Source: an optimization exercise on an open RTL-to-GDS flow (aim: small area and a short achievable clock period). Production flows keep margins and buffers that such runs may drop.
Only simulation tests tie the RTL to the original design; equivalence was not proved.

## juniper
## wk512_munit
module wk512_munit (
    input  wire        clk,
    input  wire        rst,         
    input  wire        in_valid,
    input  wire        in_short,
    input  wire [6:0]  in_opc,
    input  wire [4:0]  in_dst,
    input  wire [4:0]  in_src,
    input  wire [31:0] in_a,
    input  wire [31:0] in_b,
    input  wire        in_chain,
    output reg         g3_wen,
    output reg  [4:0]  g3_dst,
    output reg  [31:0] g3_data,
    output reg         g1_wen,
    output reg  [4:0]  g1_dst,
    output reg  [31:0] g1_data,
    output reg  [63:0] ac0,
    output reg  [63:0] ac1
);
Size: about 5700 cells after synthesis, about 600 flip-flops, roughly 290 I/O pins, roughly 0.053 sq mm of cells after synthesis.
clock: 11.5 ns
lec_check: 0
cap_margin: 20
core_margin: 2
core_utilization: 45
place_density: 0.55
slew_margin: 20
synth_hierarchical: 1
synth_minimum_keep_size: 0
standard.sh (not shown) runs the stock make flow with config.mk's settings and CLKGATE_MAP_FILE= SYNTH_SCRIPT=/design/flow/synth_recipe.tcl, a recipe that flattens the netlist after the stock synthesis.
==> flow/flow/run.sh <==
#!/bin/bash
set -euo pipefail
export SETUP_SLACK_MARGIN=6.5
export BUFFER_PORTS_ARGS="-buffer_cell sky130_fd_sc_hd__buf_4"
bash standard.sh > standard_flow.log 2>&1
The final layout from juniper, which completed every stage, passed the timing, DRC and antenna checks at the end of the flow.
Modified inputs, harbor compared to juniper
--- a/flow/design.v
+++ b/flow/design.v
@@ -1839,62 +1839,19 @@
         s2_ps    <= e2_x;
         s2_pc    <= e2_y;
     end
     wire [64:0] op_b  = {s2_acc[63], s2_acc};
     wire [64:0] csa_s, csa_c;
     genvar gi;
     generate for (gi = 0; gi < 65; gi = gi + 1) begin : g_csa
         wk512_fa u_fa (.a(op_b[gi]), .b(s2_ps[gi]), .c(s2_pc[gi]), .s(csa_s[gi]), .co(csa_c[gi]));
     end endgenerate
-    wire [64:0] pa = csa_s ^ {csa_c[63:0], s2_cin};
-    wire [64:0] ga = csa_s & {csa_c[63:0], s2_cin};
-    wire [64:0] gp0 = ga, pp0 = pa;
-    wire [64:0] gp1, pp1, gp2, pp2, gp3, pp3, gp4, pp4, gp5, pp5, gp6, pp6;
-    genvar gs;
-    generate for (gs = 0; gs < 65; gs = gs + 1) begin : g_skl
-        if ((gs % 2) >= 1) begin : l1
-            assign gp1[gs] = gp0[gs] | (pp0[gs] & gp0[gs - (gs % 2) + 0]);
-            assign pp1[gs] = pp0[gs] & pp0[gs - (gs % 2) + 0];
-        end else begin : n1
-            assign gp1[gs] = gp0[gs]; assign pp1[gs] = pp0[gs];
-        end
-        if ((gs % 4) >= 2) begin : l2
-            assign gp2[gs] = gp1[gs] | (pp1[gs] & gp1[gs - (gs % 4) + 1]);
-            assign pp2[gs] = pp1[gs] & pp1[gs - (gs % 4) + 1];
-        end else begin : n2
-            assign gp2[gs] = gp1[gs]; assign pp2[gs] = pp1[gs];
-        end
-        if ((gs % 8) >= 4) begin : l3
-            assign gp3[gs] = gp2[gs] | (pp2[gs] & gp2[gs - (gs % 8) + 3]);
-            assign pp3[gs] = pp2[gs] & pp2[gs - (gs % 8) + 3];
-        end else begin : n3
-            assign gp3[gs] = gp2[gs]; assign pp3[gs] = pp2[gs];
-        end
-        if ((gs % 16) >= 8) begin : l4
-            assign gp4[gs] = gp3[gs] | (pp3[gs] & gp3[gs - (gs % 16) + 7]);
-            assign pp4[gs] = pp3[gs] & pp3[gs - (gs % 16) + 7];
-        end else begin : n4
-            assign gp4[gs] = gp3[gs]; assign pp4[gs] = pp3[gs];
-        end
-        if ((gs % 32) >= 16) begin : l5
-            assign gp5[gs] = gp4[gs] | (pp4[gs] & gp4[gs - (gs % 32) + 15]);
-            assign pp5[gs] = pp4[gs] & pp4[gs - (gs % 32) + 15];
-        end else begin : n5
-            assign gp5[gs] = gp4[gs]; assign pp5[gs] = pp4[gs];
-        end
-        if ((gs % 64) >= 32) begin : l6
-            assign gp6[gs] = gp5[gs] | (pp5[gs] & gp5[gs - (gs % 64) + 31]);
-        end else begin : n6
-            assign gp6[gs] = gp5[gs];
-        end
-    end endgenerate
-    wire [64:0] cg = {gp6[64] | (pp5[64] & gp6[63]), gp6[63:0]};    
-    wire [64:0] sum = pa ^ {cg[63:0], 1'b0};
+    wire [64:0] sum   = csa_s + {csa_c[63:0], s2_cin};
     wire        ovf   = sum[64] ^ sum[63];
     wire [63:0] acc_res = (s2_sat && ovf) ? {sum[64], {63{!sum[64]}}} : sum[63:0];
     wire acc3_we = s2_v && s2_acw;
     wire acc1_we = in_valid && d_wr;
     always @(posedge clk) begin
         s2_acc <= s1_chain ? acc_res : (s1_accum ? s1_acc : 64'd0);
         if (rst) begin
             ac0     <= 64'd0;
             ac1     <= 64'd0;
Findings:
- Re unique cell type count in the Yosys netlist: harbor is 9 up on juniper.
- The higher count of inserted antenna diode cells came out of juniper.
- Comparing harbor with juniper, the number of synthesized register bits came out essentially unchanged.
- Die area was higher in the run labelled harbor.
- The run showing the greater starting density of the core is harbor.
- harbor improves on juniper in setup slack of the critical path after layout.
- juniper has lower maximum frequency than harbor.
- Design area in harbor vs juniper: up about 1.6%
- Changes observed in harbor relative to juniper: utilization increased 0.48 points, routed length on met3 lost about 0.5%, pin slew with the least headroom to its limit moved down, worst path arrival time lost 0.03 ns.
- Looking only at synthesized cell count, and setting everything else aside, the higher value of harbor and juniper goes to harbor.

## what the ideal ports hide
The results above use ideal ports. As a check the final layouts listed here were re-extracted and re-timed, cells and wires unchanged. Step 1 assumes that a clkbuf_16 drives the clock port and a buf_2 every other input. Step 2 times the ports against the registers' clock, not the clock port: input delays grow and output delays shrink by t, the midpoint of the rising clock arrivals with the driver on. a / b / c = ideal / step 1 / step 2; a / b = the first two.
| run | t (ns) | slack for setup (ns) | worst register clock-pin slew, ns | worst data-port slew with drivers (ns) |
|---|---|---|---|---|
| juniper | 0.724 | 6.319 / 6.243 / 5.868 | 0.08 / 0.08 | 0.12 |
| harbor | 0.717 | 6.355 / 6.287 / 5.821 | 0.07 / 0.07 | 0.16 |
After both steps setup and hold are still met in every run listed. For harbor, which loses most, drivers alone change the setup slack by -0.068 ns; drivers and shift together by -0.534 ns.
